Context: an optimization exercise on an open-source flow, tuned for small area and a short achievable clock period. The choices shown serve that exercise and are no tape-out recipe. In this exercise RTL edits were held to simulation tests only and were not proved equivalent to the original. Power figures rest on the tool's default switching activity, not on a simulated workload.

==> flow/design.v, too long to show whole: its modules and the start of the top module <==
// module windlass_mac: 623 lines
// module wm_fa: 4 lines
// module wm_ha: 4 lines
module windlass_mac (
    input  wire        clk,
    input  wire        rst,
    input  wire        in_valid,
    input  wire        in_last,
    input  wire [31:0] in_a,
    input  wire [31:0] in_s,
    output reg         out_valid,
    output reg  [63:0] out_c
);
  // ...
==> flow/flow/run.sh <==
#!/bin/bash
# Layout flow: the standard synthesis, unchanged, then the standard ORFS
# steps (floorplan to finish) with timing repair aimed at a setup margin, so
# that the resizer works the design towards a shorter period than the clock's.
# The clock, the SDC and the design are the standard flow's. Each step's full output is in
# orfs/logs/ (ORFS's own logs) and in synth.log / layout.log here.
set -uo pipefail
MARGIN=$(cat flow/margin.txt)
bash standard.sh synth > synth.log 2>&1 || exit 1
bash standard.sh SETUP_SLACK_MARGIN=$MARGIN TNS_END_PERCENT=100 finish > layout.log 2>&1
==> flow/flow/margin.txt <==
7.5
==> flow/standard.sh <==
#!/bin/bash
# synth_recipe.tcl (not shown) runs the flow's synth.tcl, then flattens the netlist and writes it again
# the make line also repeats each setting of config.mk as NAME=value (left out here)
make -C /OpenROAD-flow-scripts/flow DESIGN_CONFIG=/design/flow/config.mk WORK_HOME=/design/flow/orfs CLKGATE_MAP_FILE= SYNTH_SCRIPT=/design/flow/synth_recipe.tcl "${@:-finish}"
==> flow/config.mk <==
export PLATFORM = sky130hd
export DESIGN_NAME = windlass_mac
export DESIGN_NICKNAME = windlass_mac
export VERILOG_FILES = /design/flow/design.v
export SDC_FILE = /design/flow/constraint.sdc
export NUM_CORES = 4
export LEC_CHECK = 0
export CAP_MARGIN = 20
export CORE_MARGIN = 2
export CORE_UTILIZATION = 40
export SLEW_MARGIN = 20
export SYNTH_HIERARCHICAL = 1
export SYNTH_MINIMUM_KEEP_SIZE = 0
==> flow/constraint.sdc <==
create_clock -name core_clock -period 11.0 [get_ports {clk}]
set_input_delay 2.2000 -clock core_clock [delete_from_list [all_inputs] [get_ports {clk}]]
set_output_delay 2.2000 -clock core_clock [all_outputs]
set_load 0.01 [all_outputs]
==> results.toml, run 1 <==
[outcome]
status = "complete, no violations"

[cells_and_area]
layout.area.seq_um2 = 5682
top_register = "out_c"
final_common_cell = "xnor2_1"
drive_above_1_share = 0.3256

[setup_path]
cp-start-kind = "flip-flop"
crit_arrival_ps = 4490
path_buf_inv = 1
r2r-end = "r1[29]"
r2r_cells = 9

[cts]
cts_root_buf = "clkbuf_16"

[synthesis]
synth_top_family_by_area = "adder cells"
synth_commonest_cells = "561 x xnor2_1, 500 x fa_1, 496 x a22oi_1"
synth_warnings = 7
synthAdderAreaFrac = 0.3713

[power_and_ir_drop]
p_clk_mw = 1.29
p_sw_frac = 0.4656

[sta]
worst_slew_pin_slew_ps = 814.6
slew_headroom = 0.4512

[place]
place_area_um2 = 33070

[worst_hold_path]
hold_end = "clr"

[global_routing]
grt_overflow_total = 0
antenna_found_initial = 3
grt_util_met2 = 0.4768

[routing]
met3_wirelength_um = 17770
==> inputs of run 2 (changes only) <==
--- a/flow/design.v
+++ b/flow/design.v
@@ -106,24 +106,17 @@
     wire t705, t706, t707, t708, t709, t710, t711, t712, t713, t714, t715, t716, t717, t718, t719, t720;
     wire t721, t722, t723, t724, t725, t726, t727, t728, t729, t730, t731, t732, t733, t734, t735, t736;
     wire t737, t738, t739, t740, t741, t742, t743, t744, t745, t746, t747, t748, t749, t750, t751, t752;
     wire t753, t754, t755, t756, t757, t758, t759, t760, t761, t762, t763, t764, t765, t766, t767, t768;
     wire t769, t770, t771, t772, t773, t774, t775, t776, t777, t778, t779, t780, t781, t782, t783, t784;
     wire t785, t786, t787, t788, t789, t790, t791, t792, t793, t794, t795, t796, t797, t798, t799, t800;
     wire t801, t802, t803, t804, t805, t806, t807, t808, t809, t810, t811, t812, t813, t814, t815, t816;
     wire t817, t818, t819, t820, t821, t822, t823, t824, t825, t826, t827, t828, t829, t830, t831, t832;
-    wire t833, t834, t835, t836, t837, t838, t839, t840, t841, t842, t843, t844, t845, t846, t847, t848;
-    wire t849, t850, t851, t852, t853, t854, t855, t856, t857, t858, t859, t860, t861, t862, t863, t864;
-    wire t865, t866, t867, t868, t869, t870, t871, t872, t873, t874, t875, t876, t877, t878, t879, t880;
-    wire t881, t882, t883, t884, t885, t886, t887, t888, t889, t890, t891, t892, t893, t894, t895, t896;
-    wire t897, t898, t899, t900, t901, t902, t903, t904, t905, t906, t907, t908, t909, t910, t911, t912;
-    wire t913, t914, t915, t916, t917, t918, t919, t920, t921, t922, t923, t924, t925, t926, t927, t928;
-    wire t929, t930, t931, t932, t933, t934, t935, t936, t937, t938, t939, t940, t941, t942, t943, t944;
-    wire t945, t946, t947, t948, t949, t950, t951, t952, t953, t954, t955, t956, t957, t958, t959, t960;
+    wire t833, t834, t835, t836, t837, t838, t839, t840;
     wm_ha u_t1 (.a(pp0[24]), .b(pp1[22]), .s(t1), .co(t2));
     wm_ha u_t3 (.a(pp0[25]), .b(pp1[23]), .s(t3), .co(t4));
     wm_fa u_t5 (.a(pp0[26]), .b(pp1[24]), .c(pp2[22]), .s(t5), .co(t6));
     wm_ha u_t7 (.a(pp3[20]), .b(pp4[18]), .s(t7), .co(t8));
     wm_fa u_t9 (.a(pp0[27]), .b(pp1[25]), .c(pp2[23]), .s(t9), .co(t10));
     wm_ha u_t11 (.a(pp3[21]), .b(pp4[19]), .s(t11), .co(t12));
     wm_fa u_t13 (.a(pp0[28]), .b(pp1[26]), .c(pp2[24]), .s(t13), .co(t14));
     wm_fa u_t15 (.a(pp3[22]), .b(pp4[20]), .c(pp5[18]), .s(t15), .co(t16));
@@ -534,89 +527,33 @@
     wm_fa u_t825 (.a(t706), .b(t708), .c(t709), .s(t825), .co(t826));
     wm_fa u_t827 (.a(t710), .b(t712), .c(t713), .s(t827), .co(t828));
     wm_fa u_t829 (.a(t714), .b(t716), .c(t717), .s(t829), .co(t830));
     wm_fa u_t831 (.a(t718), .b(t720), .c(t721), .s(t831), .co(t832));
     wm_fa u_t833 (.a(t722), .b(t724), .c(t725), .s(t833), .co(t834));
     wm_fa u_t835 (.a(t726), .b(t727), .c(pp15[27]), .s(t835), .co(t836));
     wm_fa u_t837 (.a(t728), .b(~pp13[32]), .c(pp14[30]), .s(t837), .co(t838));
     wm_ha u_t839 (.a(pp14[31]), .b(pp15[29]), .s(t839), .co(t840));
-    wm_ha u_t841 (.a(pp0[2]), .b(pp1[0]), .s(t841), .co(t842));
-    wm_ha u_t843 (.a(pp0[3]), .b(pp1[1]), .s(t843), .co(t844));
-    wm_fa u_t845 (.a(t729), .b(pp2[0]), .c(ng_r[2]), .s(t845), .co(t846));
-    wm_fa u_t847 (.a(t730), .b(t731), .c(pp2[1]), .s(t847), .co(t848));
-    wm_fa u_t849 (.a(t732), .b(t733), .c(ng_r[3]), .s(t849), .co(t850));
-    wm_fa u_t851 (.a(t734), .b(t735), .c(pp3[1]), .s(t851), .co(t852));
-    wm_fa u_t853 (.a(t736), .b(t737), .c(ng_r[4]), .s(t853), .co(t854));
-    wm_fa u_t855 (.a(t738), .b(t739), .c(t539), .s(t855), .co(t856));
-    wm_fa u_t857 (.a(t740), .b(t741), .c(t543), .s(t857), .co(t858));
-    wm_fa u_t859 (.a(t742), .b(t743), .c(t547), .s(t859), .co(t860));
-    wm_fa u_t861 (.a(t744), .b(t745), .c(t551), .s(t861), .co(t862));
-    wm_fa u_t863 (.a(t746), .b(t747), .c(t555), .s(t863), .co(t864));
-    wm_fa u_t865 (.a(t748), .b(t749), .c(t559), .s(t865), .co(t866));
-    wm_fa u_t867 (.a(t750), .b(t751), .c(t563), .s(t867), .co(t868));
-    wm_fa u_t869 (.a(t752), .b(t753), .c(t567), .s(t869), .co(t870));
-    wm_fa u_t871 (.a(t754), .b(t755), .c(t571), .s(t871), .co(t872));
-    wm_fa u_t873 (.a(t756), .b(t757), .c(t575), .s(t873), .co(t874));
-    wm_fa u_t875 (.a(t758), .b(t759), .c(t579), .s(t875), .co(t876));
-    wm_fa u_t877 (.a(t760), .b(t761), .c(t583), .s(t877), .co(t878));
-    wm_fa u_t879 (.a(t762), .b(t763), .c(t587), .s(t879), .co(t880));
-    wm_fa u_t881 (.a(t764), .b(t765), .c(t591), .s(t881), .co(t882));
-    wm_fa u_t883 (.a(t766), .b(t767), .c(t595), .s(t883), .co(t884));
-    wm_fa u_t885 (.a(t768), .b(t769), .c(t599), .s(t885), .co(t886));
-    wm_fa u_t887 (.a(t770), .b(t771), .c(t603), .s(t887), .co(t888));
-    wm_fa u_t889 (.a(t772), .b(t773), .c(t607), .s(t889), .co(t890));
-    wm_fa u_t891 (.a(t774), .b(t775), .c(t611), .s(t891), .co(t892));
-    wm_fa u_t893 (.a(t776), .b(t777), .c(t615), .s(t893), .co(t894));
-    wm_fa u_t895 (.a(t778), .b(t779), .c(t619), .s(t895), .co(t896));
-    wm_fa u_t897 (.a(t780), .b(t781), .c(t623), .s(t897), .co(t898));
-    wm_fa u_t899 (.a(t782), .b(t783), .c(t627), .s(t899), .co(t900));
-    wm_fa u_t901 (.a(t784), .b(t785), .c(t631), .s(t901), .co(t902));
-    wm_fa u_t903 (.a(t786), .b(t787), .c(t635), .s(t903), .co(t904));
-    wm_fa u_t905 (.a(t788), .b(t789), .c(t639), .s(t905), .co(t906));
-    wm_fa u_t907 (.a(t790), .b(t791), .c(t643), .s(t907), .co(t908));
-    wm_fa u_t909 (.a(t792), .b(t793), .c(t647), .s(t909), .co(t910));
-    wm_fa u_t911 (.a(t794), .b(t795), .c(t651), .s(t911), .co(t912));
-    wm_fa u_t913 (.a(t796), .b(t797), .c(t655), .s(t913), .co(t914));
-    wm_fa u_t915 (.a(t798), .b(t799), .c(t659), .s(t915), .co(t916));
-    wm_fa u_t917 (.a(t800), .b(t801), .c(t663), .s(t917), .co(t918));
-    wm_fa u_t919 (.a(t802), .b(t803), .c(t667), .s(t919), .co(t920));
-    wm_fa u_t921 (.a(t804), .b(t805), .c(t671), .s(t921), .co(t922));
-    wm_fa u_t923 (.a(t806), .b(t807), .c(t675), .s(t923), .co(t924));
-    wm_fa u_t925 (.a(t808), .b(t809), .c(t679), .s(t925), .co(t926));
-    wm_fa u_t927 (.a(t810), .b(t811), .c(t683), .s(t927), .co(t928));
-    wm_fa u_t929 (.a(t812), .b(t813), .c(t687), .s(t929), .co(t930));
-    wm_fa u_t931 (.a(t814), .b(t815), .c(t691), .s(t931), .co(t932));
-    wm_fa u_t933 (.a(t816), .b(t817), .c(t695), .s(t933), .co(t934));
-    wm_fa u_t935 (.a(t818), .b(t819), .c(t699), .s(t935), .co(t936));
-    wm_fa u_t937 (.a(t820), .b(t821), .c(t703), .s(t937), .co(t938));
-    wm_fa u_t939 (.a(t822), .b(t823), .c(t707), .s(t939), .co(t940));
-    wm_fa u_t941 (.a(t824), .b(t825), .c(t711), .s(t941), .co(t942));
-    wm_fa u_t943 (.a(t826), .b(t827), .c(t715), .s(t943), .co(t944));
-    wm_fa u_t945 (.a(t828), .b(t829), .c(t719), .s(t945), .co(t946));
-    wm_fa u_t947 (.a(t830), .b(t831), .c(t723), .s(t947), .co(t948));
-    wm_fa u_t949 (.a(t832), .b(t833), .c(pp15[26]), .s(t949), .co(t950));
-    wm_fa u_t951 (.a(t834), .b(t835), .c(1'b1), .s(t951), .co(t952));
-    wm_fa u_t953 (.a(t836), .b(t837), .c(pp15[28]), .s(t953), .co(t954));
-    wm_fa u_t955 (.a(t838), .b(t839), .c(1'b1), .s(t955), .co(t956));
-    wm_fa u_t957 (.a(t840), .b(~pp14[32]), .c(pp15[30]), .s(t957), .co(t958));
-    wm_ha u_t959 (.a(pp15[31]), .b(1'b1), .s(t959), .co(t960));
     reg  [63:0] r0;
     reg  [63:0] r1;
+    reg  [63:0] r2;
     reg         l1;
     always @(posedge clk) begin
         l1 <= l0 & ~rst;
-        r0 <= {1'b1, t960, t958, t956, t954, t952, t950, t948, t946, t944, t942, t940, t938, t936, t934, t932, t930, t928, t926, t924, t922, t920, t918, t916, t914, t912, t910, t908, t906, t904, t902, t900, t898, t896, t894, t892, t890, t888, t886, t884, t882, t880, t878, t876, t874, t872, t870, t868, t866, t864, t862, t860, t858, t856, t854, t852, t850, t848, t846, t844, t842, t841, pp0[1], pp0[0]};
-        r1 <= {1'b0, ~pp15[32], t959, t957, t955, t953, t951, t949, t947, t945, t943, t941, t939, t937, t935, t933, t931, t929, t927, t925, t923, t921, t919, t917, t915, t913, t911, t909, t907, t905, t903, t901, t899, t897, t895, t893, t891, t889, t887, t885, t883, t881, t879, t877, t875, t873, t871, t869, t867, t865, t863, t861, t859, t857, t855, t853, t851, t849, t847, t845, t843, ng_r[1], 1'b0, ng_r[0]};
+        r0 <= {1'b1, ~pp15[32], pp15[31], t840, t838, t836, t834, t832, t830, t828, t826, t824, t822, t820, t818, t816, t814, t812, t810, t808, t806, t804, t802, t800, t798, t796, t794, t792, t790, t788, t786, t784, t782, t780, t778, t776, t774, t772, t770, t768, t766, t764, t762, t760, t758, t756, t754, t752, t750, t748, t746, t744, t742, t740, t738, t736, t734, t732, t730, t729, pp0[3], pp0[2], pp0[1], pp0[0]};
+        r1 <= {1'b0, 1'b0, 1'b1, ~pp14[32], t839, t837, t835, t833, t831, t829, t827, t825, t823, t821, t819, t817, t815, t813, t811, t809, t807, t805, t803, t801, t799, t797, t795, t793, t791, t789, t787, t785, t783, t781, t779, t777, t775, t773, t771, t769, t767, t765, t763, t761, t759, t757, t755, t753, t751, t749, t747, t745, t743, t741, t739, t737, t735, t733, t731, pp2[0], pp1[1], pp1[0], 1'b0, ng_r[0]};
+        r2 <= {1'b0, 1'b0, 1'b0, pp15[30], 1'b1, pp15[28], 1'b1, pp15[26], t723, t719, t715, t711, t707, t703, t699, t695, t691, t687, t683, t679, t675, t671, t667, t663, t659, t655, t651, t647, t643, t639, t635, t631, t627, t623, t619, t615, t611, t607, t603, t599, t595, t591, t587, t583, t579, t575, t571, t567, t563, t559, t555, t551, t547, t543, t539, ng_r[4], pp3[1], ng_r[3], pp2[1], ng_r[2], 1'b0, ng_r[1], 1'b0, 1'b0};
     end
     reg         clr, rst_d;
     wire [63:0] accg = out_c & {64{~clr}};
-    wire [63:0] u0, u1;
+    wire [63:0] v0, v1, u0, u1;
+    wire [63:0] w1 = {v1[62:0], 1'b0};
     generate for (gi = 0; gi < 64; gi = gi + 1) begin : g_acc
-        wm_fa u_fa (.a(accg[gi]), .b(r0[gi]), .c(r1[gi]), .s(u0[gi]), .co(u1[gi]));
+        wm_fa u_fa0 (.a(r0[gi]), .b(r1[gi]), .c(r2[gi]), .s(v0[gi]), .co(v1[gi]));
+        wm_fa u_fa1 (.a(accg[gi]), .b(v0[gi]), .c(w1[gi]), .s(u0[gi]), .co(u1[gi]));
     end endgenerate
     wire [63:0] nxt = u0 + {u1[62:0], 1'b0};
     always @(posedge clk) begin
         out_c     <= nxt;
         out_valid <= l1 & ~rst;
         rst_d     <= rst;
         clr       <= l1 | rst | rst_d;   
     end
==> flow/flow/margin.txt (replaced) <==
7.4
==> run 2 against run 1 <==
Effect of this change:
- cell area down 3.1%
- flip-flop and latch count is 54 higher
- synthesized cell count rose by 2.0%
- register-to-register slack improved by 260 ps
- utilization fell by 3.6 points
- power increased by 27%
- setup slack gained 260 ps
- count of clock-buffer cells in the layout increased by 3
- global-route usage down 2.5 points
- non-clock buffer count fell by 49
==> results.toml, run 2 <==
[floorplan]
initial_core_util = 0.4032
rows = 103
dieWidth_um = 285.7
core_um2 = 78740
die_y_um = 285.7
die_area_um2 = 81640
io_pins = 133

[cts]
clock_sinks = 328
cts_max_level = 2
cts_tree = "done"
ctsHoldBuffers = 0
clock_latency_ps = 590
cts.clk_slew.worst_paths_ps = 70
numCtsBuffers = 41
clock_path_buffers = 3
cts_root_buf = "clkbuf_16"

[setup_path]
cp.required_ps = 11480
r2r_slack_ps = 7210
r2r-start = "r2[2]"
crit_path_max_fanout = 4
worst_setup_path_end_kind = "flip-flop"
r2r-end = "out_c[52]"
crit_arrival_ps = 4270
cp-start-kind = "flip-flop"
worstSetupPathType = "reg -> reg"
r2r_cells = 15

[power_and_ir_drop]
p_per_area_nw_per_um2 = 339.2
leakage_nw = 15.27
peakVddDrop_v = 0.0002184
totalPowerFinal_mw = 13.46

[synthesis]
synth-simple-area-share = 0.05478
synth_warnings = 7
synth_area_per_cell_um2 = 10.63
synth_ff_type = "dfxtp_1"
synth_most_common_cell = "xnor2_1"
synthAdderAreaFrac = 0.3607
synth_edf_count = 0
netlist_instances = 2986
synth_top_family_by_area = "adder cells"
muxShareOfSynthArea = 0.0003153
synth_seq_cells = 328
netlist.top_cell.by_area = "fa_1"
synth-xor-area-share = 0.1652
synth_compound_area_frac = 0.1723
ys_seq_area_frac = 0.2068
ys_async_sr_fraction = 0
synth_top_area_frac = 0.3197
synthesis.area_um2 = 31750
synth_commonest_cells = "561 x xnor2_1, 507 x fa_1, 496 x a22oi_1"
ys_types = 67
synthTopCellsByArea = "fa_1 32%, dfxtp_1 21%, xnor2_1 15%"

[sta]
slew_headroom = 0.4246
fin_crit_sh = 0.3444
fin_skew_ps = 28.64
worst_slew_pin_slew_ps = 863.1
max_freq_mhz = 264.0
hold_viol = 0
maxSlewViolCount = 0
period_needed_ps = 3789
setup_ws_ps = 7212
tns_ps = 0
grt_setup_unrepaired = "yes"
setup_viol = 0

[cells_and_area]
syn_to_final_growth_pct = 24.97
final_common_cell = "xnor2_1"
layout.cells.non_filler = 4236
fillers = 6850
utilization = 0.5039
drive_above_1_share = 0.2035
fin_nets = 3833
top_regs = "out_c (64), r0 (63), r1 (60)"
top_register = "out_c"
largest_reg_flops = 64
layout_common_cells = "550 x xnor2_1, 468 x a22oi_1, 467 x fa_1, 236 x dfxtp_1, 157 x buf_4"

[run]
cap_violations = 0

[worst_hold_path]
hold_end = "clr"
holdPathStages = 1
hp-start = "rst_d"
hold_class = "reg -> reg"

[place]
io_buffer_count = 132
dpl.hpwl_um = 71310
routabilityCongestion = 0.9159
dp_slack_ps = 6286
placedCellCount = 3940

[routing]
route.detailed.drc = 0
wl_um = 128300
via_count = 26660
vias_per_cell = 6.293
ant_nets = 0
first_iter_violations = 3900
wl_per_cell_um = 30.30
dr.pass1.iters = 9

[global_routing]
grt_pass1_wl_um = 179900
first_global_vias = 27450
grt_overflow_total = 0
grt_max_degree = 35
antenna_found_initial = 5
grt_usage = 0.2953

[outcome]
status = "complete, no violations"
[run 2: cell types whose count changed after synthesis]
cell / delta
dfxtp_1: +54
clkbuf_1: +5
buf_1: -5
fa_1: +7
ha_1: -3
[run 2: per-module statistics from Yosys (local to each module, per instance)]
module	times used	area (µm²)
wm_fa	506	20.02
wm_ha	42	12.51
windlass_mac	1	21100
[run 2: cells by family after synthesis]
logic type      count (synthesis)
other cells                     2
mux                             1
flops                         328
xor+xnor                      599
buf+inv                       332
simple gates                  356
compound gates                757
fa+ha+maj                     611
[run 2: critical path: stages (launching register included)]
cell,delay (ps)
dfxtp_2,320
fa_1,560
fa_1,460
buf_6,140
ha_4,220
a211oi_4,230
o21ai_4,100
a221oi_4,380
o21ai_4,150
buf_6,160
a31oi_4,290
o21bai_4,120
a211oi_2,180
buf_4,180
o21bai_4,80
xnor2_1,120
[run 2: stage by stage]
stage	hold WS (ps)	area [µm²]
6_report	410.2	39680
4_1_cts	413.0	37500
3_3_place_gp	403.4	33800
5_1_grt	442.3	39680
3_5_place_dp	399.5	33800
2_1_floorplan	329.0	31860
[run 2: worst max path at each step]
stage                     startpoint         to  slack [ps]  cells past startpoint
after floorplan                r0[1]  out_c[39]        7380                     14
after global placement           clr  out_c[33]        6370                     13
after detailed placement         clr  out_c[33]        6290                     13
after CTS                     r2[40]  out_c[57]        7210                     12
after global routing           r0[1]  out_c[51]        7050                     15
final                          r2[2]  out_c[52]        7210                     15
[run 2: power breakdown]
group | internal, mW | total, mW | leakage (nW) | switching [mW]
clock network | 0.875 | 1.45 | 0.705 | 0.573
registers | 1.70 | 1.99 | 2.78 | 0.298
logic | 4.31 | 10.0 | 11.8 | 5.70
total | 6.89 | 13.5 | 15.3 | 6.57
[run 2: cell type report]
class | instances | area [µm²] | area share
repair buffers | 409 | 4932 | 0.1243
clock buffers | 48 | 1114 | 0.02807
flip-flops and latches | 328 | 6802 | 0.1714
well taps | 1050 | 1314 | 0.03311
multi-input cells | 2351 | 25090 | 0.6323
clock inverters | 26 | 337.8 | 0.008514
inverters | 23 | 86.33 | 0.002176
diodes | 1 | 2.502 | 0.00006307
[run 2: what timing repair did]
action / CTS / global route
endpoints found under the setup margin: 167 / 65
buffers inserted: 75 / 115
resized for setup: 324 / 192
pin swaps: 62 / 111
cloned: 12 / 19
[run 2: per-layer routing]
| metal | track usage | part of all wire |
|---|---|---|
| met5 | 0.01512 | 0.0016 |
| met2 | 0.4390 | 0.42 |
| met1 | 0.3804 | 0.37 |
| met3 | 0.1021 | 0.14 |
| met4 | 0.1490 | 0.063 |
==> inputs of run 3 (changes only) <==
==> flow/flow/margin.txt (replaced) <==
6.8
==> run 3 against run 2 <==
Effect of this change:
- still clean on timing, DRC and antenna
- cell count fell by 5.2%
- die area did not move
- maximum frequency fell by 9.8%
- global-route usage fell by 2.5 points
- synthesized area did not move
- first-iteration DRC count fell by 33%
- setup slack got worse by 410 ps
- flip-flop and latch count did not move
- sequential share of layout area rose by 1.7 points
- combinational power fell by 17%
==> results.toml, run 3 <==
[sta]
fin_crit_sh = 0.3816
hold_viol = 0
max_freq_mhz = 238.2
fin_skew_ps = 16.74
setup_viol = 0
maxSlewViolCount = 0
tns_ps = 0
period_needed_ps = 4198
grt_setup_unrepaired = "yes"
worst_slew_pin_slew_ps = 1144
slew_headroom = 0.2374

[power_and_ir_drop]
leakage_nw = 13.38
peakVddDrop_v = 0.0002089
p_per_area_nw_per_um2 = 333.4

[setup_path]
crit_family = "adder cells"
cp_common_cell = "fa_1"
crit_arrival_ps = 4660
critPathMaxStageDelay_ps = 950
critPathSlowestCell = "dfxtp_2"
crit_path_max_fanout = 32
r2r_slack_ps = 6800
r2r-start = "x2_r[2]"
cp-startpoint = "x2_r[2]"
cp_cell_sequence = "a22oi_1, xnor2_1, fa_1, fa_1, fa_1, fa_1, fa_1"
cp-start-kind = "flip-flop"
path_buf_inv = 0
worstSetupPathType = "reg -> reg"
cp.required_ps = 11460
worst_setup_path_end_kind = "flip-flop"

[routing]
ant_nets = 0
dr.pass1.iters = 9
vias_per_cell = 6.115
route.detailed.drc = 0
wl_um = 113200
via_count = 24550
first_iter_violations = 2613
wl_per_cell_um = 28.20

[synthesis]
synth_edf_count = 0
synth_area_per_cell_um2 = 10.63
synth_most_common_cell = "xnor2_1"
synth-simple-area-share = 0.05478
synth_compound_area_frac = 0.1723
synthTopCellsByArea = "fa_1 32%, dfxtp_1 21%, xnor2_1 15%"
muxShareOfSynthArea = 0.0003153
synth_ff_type = "dfxtp_1"
synth_top_area_frac = 0.3197
synthAdderAreaFrac = 0.3607
synthesis.area_um2 = 31750
synth_top_family_by_area = "adder cells"
netlist_instances = 2986
ys_types = 67
ys_async_sr_fraction = 0
synth_commonest_cells = "561 x xnor2_1, 507 x fa_1, 496 x a22oi_1"
netlist.top_cell.by_area = "fa_1"
synth_warnings = 7
ys_seq_area_frac = 0.2068
synth-xor-area-share = 0.1652
synth_seq_cells = 328

[cts]
clock_path_buffers = 3
cts_max_level = 2
cts_root_buf = "clkbuf_16"
cts.clk_slew.worst_paths_ps = 60
clock_sinks = 328
clock_latency_ps = 570
numCtsBuffers = 41
cts_tree = "done"

[cells_and_area]
fillers = 7241
utilization = 0.4509
final_common_cell = "xnor2_1"
multi_input_area_um2 = 24160
layout_common_cells = "561 x xnor2_1, 507 x fa_1, 496 x a22oi_1, 267 x dfxtp_1, 132 x clkdlybuf4s50_1"
syn_to_final_growth_pct = 11.83
drive_above_1_share = 0.07726
top_regs = "out_c (64), r0 (63), r1 (60)"
largest_reg_flops = 64
top_register = "out_c"
fin_nets = 3612
layout.area.seq_um2 = 6698

[global_routing]
antenna_found_initial = 3
first_global_vias = 26610
grt_usage = 0.2703
grt_pass1_wl_um = 166600
grt_overflow_total = 0
grt_max_degree = 65

[floorplan]
io_pins = 133
die_area_um2 = 81640
dieWidth_um = 285.7
die_y_um = 285.7
initial_core_util = 0.4032
rows = 103
core_um2 = 78740

[place]
routabilityCongestion = 0.9306
dpl.hpwl_um = 71040
io_buffer_count = 132

[worst_hold_path]
hold_class = "reg -> reg"
hp-start = "rst_d"

[run]
cap_violations = 0

[outcome]
status = "complete, no violations"
==> run 3: cell types whose count changed in the layout (fill, tap and decap cells not counted), moves of 26 or more <==
| cell | previous run | this run |
|---|---|---|
| a22oi_1 | 468 | 496 |
| a22oi_2 | 28 | 0 |
| buf_12 | 50 | 0 |
| buf_4 | 157 | 53 |
| clkdlybuf4s50_1 | 67 | 132 |
| dfxtp_1 | 236 | 267 |
| dfxtp_4 | 48 | 22 |
| dlygate4sd2_1 | 65 | 0 |
| fa_1 | 467 | 507 |
| fa_2 | 40 | 0 |
==> run 3: final timing paths <==
kind | cells after the start | end
max | 7 | r1[34]
min reg2reg | 1 | clr
min | 1 | clr
max reg2reg | 7 | r1[34]
==> run 3: power by group <==
part	internal (mW)	switching [mW]
logic	3.44	4.92
clock network	0.879	0.570
registers	1.69	0.344
total	6.01	5.83
==> run 3: area by class of cell <==
cell class                 count  share of cell area
multi-input combinational   2351              0.6805
sequential                   328              0.1886
timing repair buffer         188             0.05060
tap                         1050             0.03700
clock buffer                  51             0.03168
clock inverter                23            0.009092
inverter                      23            0.002432
antenna                        1          0.00007048
==> run 3: Yosys stat by module, one instance, submodules excluded <==
module	copies in the design	cells inside
wm_ha	42	1
wm_fa	506	1
windlass_mac	1	2438
==> run 3: cells by family after synthesis <==
family	count (synthesis)
other	2
xor gates and xnor gates	599
muxes	1
DFF	328
and+or+nand+nor	356
buffers and inverters	332
AOI/OAI and AO/OA	757
adders and majority gates	611
==> run 3: metrics by stage <==
| stage | instance area (µm²) | setup WS (ps) | power, mW | std cells | hold slack, ps |
|---|---|---|---|---|---|
| 2_1_floorplan | 31840 | 7314 | 7.492 | 3011 | 329.0 |
| 3_5_place_dp | 33770 | 6245 | 10.05 | 3935 | 409.8 |
| 3_3_place_gp | 33770 | 6282 | 9.989 | 3935 | 415.5 |
| 5_1_grt | 35510 | 6751 | 12.72 | 4015 | 453.3 |
| 6_report | 35510 | 6802 | 11.84 | 4015 | 421.7 |
| 4_1_cts | 35250 | 6802 | 11.59 | 4009 | 423.5 |
==> run 3: routing by layer <==
metal | wire length [µm] | vias up | GRT usage
met5 | 13 | - | 0
met4 | 5557 | 2 | 0.1192
met3 | 14280 | 459 | 0.08788
met2 | 48890 | 1751 | 0.4104
met1 | 44480 | 12240 | 0.3523
li1 | - | 10090 | -
==> run 3: worst register-to-register path, cell delays in order (launching register included) <==
cell,delay (ps)
dfxtp_2,950
a22oi_1,260
xnor2_1,270
fa_1,490
fa_1,540
fa_1,450
fa_1,450
fa_1,690
==> run 3: repair_timing <==
item / in CTS / in global routing
setup buffers: 0 / 3
cloned: 0 / 2
endpoints found under the setup margin: 24 / 36
hold buffers: 0 / 0
gates resized for setup: 7 / 42
pin swaps: 0 / 6
==> inputs of run 4 (changes only) <==
==> flow/run.sh (new file) <==
#!/bin/bash
# synth_recipe.tcl (not shown) runs the flow's synth.tcl, then flattens the netlist and writes it again
# the make line also repeats each setting of config.mk as NAME=value (left out here)
make -C /OpenROAD-flow-scripts/flow DESIGN_CONFIG=/design/flow/config.mk WORK_HOME=/design/flow/orfs CLKGATE_MAP_FILE= SYNTH_SCRIPT=/design/flow/synth_recipe.tcl finish
removed: flow/flow/run.sh
removed: flow/flow/margin.txt
removed: flow/standard.sh
==> run 4 against run 3 <==
Effect of this change:
- synthesized cell count unchanged
- power decreased by 1.8%
- combinational power decreased by 2.5%
- register-to-register slack got worse by 550 ps
- routed wire length decreased by 0.94%
- cell count decreased by 0.15%
- sequential share of layout area about the same
- sequential power about the same
- die area unchanged
- utilization decreased by 0.36 points
- via count decreased by 0.31%
- cell area decreased by 0.81%
- critical endpoint is now out_c[33]
==> results.toml, run 4 <==
[outcome]
status = "complete, no violations"

[floorplan]
dieWidth_um = 285.7
die_area_um2 = 81640
rows = 103
initial_core_util = 0.4032
die_y_um = 285.7
io_pins = 133
core_um2 = 78740

[sta]
fin_skew_ps = 16.93
grt_setup_unrepaired = "no"
slew_headroom = 0.2016
hold_viol = 0
setup_ws_ps = 6256
tns_ps = 0
setup_viol = 0
whs_ps = 422.2
max_freq_mhz = 210.8
fin_crit_sh = 0.4312
worst_slew_pin_slew_ps = 1198
maxSlewViolCount = 0
period_needed_ps = 4744

[power_and_ir_drop]
p_per_area_nw_per_um2 = 330.0
totalPowerFinal_mw = 11.62
leakage_nw = 13.29
peakVddDrop_v = 0.0002080

[setup_path]
cp.required_ps = 11450
critPathMaxStageDelay_ps = 620
crit_path_max_fanout = 64
crit_arrival_ps = 5190
crit_family = "compound AO/OA/AOI/OAI gates"
cp_cell_sequence = "buf_4, nor2b_1, fa_1, ha_1, a21oi_1, o21ai_1, a31oi_1, o21ai_2, a21boi_1, o21bai_1, a21oi_1, o21ai_0, xor2_1"
cp-start-kind = "flip-flop"
critPathSlowestCell = "a31oi_1"
path_buf_inv = 1
worst_setup_path_end_kind = "flip-flop"
cp_common_cell = "a21oi_1"
worstSetupPathType = "reg -> reg"

[cts]
clock_latency_ps = 570
cts_max_level = 2
cts_setup_buffers = 0
clock_path_buffers = 3
ctsHoldBuffers = 0
clock_sinks = 328
cts_resized = 0
cts_tree = "done"
cts_root_buf = "clkbuf_16"
cts.clk_slew.worst_paths_ps = 60
numCtsBuffers = 41

[routing]
dr.pass1.iters = 8
ant_nets = 0
wl_um = 112200
wl_per_cell_um = 27.97
vias_per_cell = 6.105
first_iter_violations = 2729
via_count = 24470
route.detailed.drc = 0

[global_routing]
antenna_found_initial = 2
grt_usage = 0.2703
first_global_vias = 26600
grt_max_degree = 65
grt_pass1_wl_um = 166600
grt_overflow_total = 0

[synthesis]
synth_edf_count = 0
synth_warnings = 7
synth_top_area_frac = 0.3197
synth_compound_area_frac = 0.1723
synthesis.area_um2 = 31750
synth_area_per_cell_um2 = 10.63
synth_seq_cells = 328
ys_types = 67
synth_most_common_cell = "xnor2_1"
synth_ff_type = "dfxtp_1"
synth_commonest_cells = "561 x xnor2_1, 507 x fa_1, 496 x a22oi_1"
netlist_instances = 2986
ys_async_sr_fraction = 0
synthAdderAreaFrac = 0.3607
synth-simple-area-share = 0.05478
ys_seq_area_frac = 0.2068
muxShareOfSynthArea = 0.0003153
netlist.top_cell.by_area = "fa_1"
synth-xor-area-share = 0.1652
synthTopCellsByArea = "fa_1 32%, dfxtp_1 21%, xnor2_1 15%"
synth_top_family_by_area = "adder cells"

[cells_and_area]
drive_above_1_share = 0.07131
utilization = 0.4473
top_register = "out_c"
fin_nets = 3607
layout_common_cells = "561 x xnor2_1, 507 x fa_1, 496 x a22oi_1, 267 x dfxtp_1, 132 x clkdlybuf4s50_1"
layout.cells.non_filler = 4009
final_cell_area_um2 = 35220
top_regs = "out_c (64), r0 (63), r1 (60)"
final_common_cell = "xnor2_1"
largest_reg_flops = 64
n_antenna_cell = 0
syn_to_final_growth_pct = 10.92

[place]
dpl.hpwl_um = 71040
io_buffer_count = 132
placedCellCount = 3935
routabilityCongestion = 0.9306
place_area_um2 = 33770
dp_slack_ps = 6245

[run]
cap_violations = 0

[worst_hold_path]
hold_class = "reg -> reg"
-- run 4: cell types whose count changed in the layout (fill, tap and decap cells not counted), moves of 2 or more --
cell | previous run | this run
ha_2 | 4 | 0
buf_4 | 53 | 51
clkbuf_16 | 44 | 42
ha_4 | 3 | 0
nor3_4 | 2 | 0
nor3_2 | 0 | 2
ha_1 | 97 | 104
dfxtp_2 | 39 | 61
dfxtp_4 | 22 | 0
-- run 4: cell type report --
class | instances | area, µm²
fill | 7272 | 43520
clock buffer | 51 | 1125
timing repair buffer | 183 | 1704
inverter | 23 | 86.33
multi-input combinational | 2351 | 24020
tap | 1050 | 1314
sequential | 328 | 6643
clock inverter | 23 | 322.8
-- run 4: power by group --
part           internal [mW]  switching (mW)
registers               1.70           0.343
logic                   3.31            4.83
clock network          0.879           0.568
total                   5.88            5.74
-- run 4: path summary, 6_finish.rpt --
kind | startpoint | end | slack (ps) | depth (start not counted)
worst max-delay path | clr | out_c[33] | 6260 | 13
worst min-delay path | rst_d | clr | 420 | 1
worst max register to register | clr | out_c[33] | 6260 | 13
worst min register to register | rst_d | clr | 420 | 1
-- run 4: cell families after synthesis --
logic type	after synthesis
simple gates	356
fa+ha+maj	611
buf+inv	332
xor+xnor	599
mux	1
other cells	2
compound gates	757
flops	328
-- run 4: Yosys stat by module (local to each module, per instance) --
module / times used / flops+latches / cell area [µm²]
wm_ha: 42 / 0 / 12.51
wm_fa: 506 / 0 / 20.02
windlass_mac: 1 / 328 / 21100
-- run 4: metal layers --
| layer | GRT usage | up-vias | share of wire |
|---|---|---|---|
| li1 | - | 10080 | - |
| met4 | 0.1169 | 4 | 0.048 |
| met3 | 0.08804 | 432 | 0.12 |
| met5 | 0.006395 | - | 0.00072 |
| met1 | 0.3525 | 12250 | 0.40 |
| met2 | 0.4104 | 1708 | 0.43 |

[re-timing with driven ports]
In the flow no input, the clock included, has a driving cell. The finished layouts below were timed again as built, in two steps.
Step 1, drivers: a clkbuf_16 drives clk and a buf_2 each remaining input, both assumed.
Step 2, shift: input delay + t, output delay - t, t = (earliest + latest rising clock arrival at the registers) / 2. This alone moves slack from input paths to output paths.
Three values: ideal ports, drivers, drivers and shift; two values: the first two.
run	t (ns)	setup WS [ns]	worst hold slack (ns)	worst setup path after step 2	cell pins on the clock port's net
run 1	0.637	6.949 / 6.949 / 6.949	0.402 / 0.402 / 0.402	register to register	1
run 2	0.637	7.212 / 7.212 / 7.212	0.410 / 0.410 / 0.410	register to register	1
run 3	0.623	6.802 / 6.802 / 6.802	0.422 / 0.422 / 0.422	register to register	1
run 4	0.625	6.256 / 6.256 / 6.256	0.422 / 0.422 / 0.422	register to register	1
After both steps setup and hold are still met in every run listed.
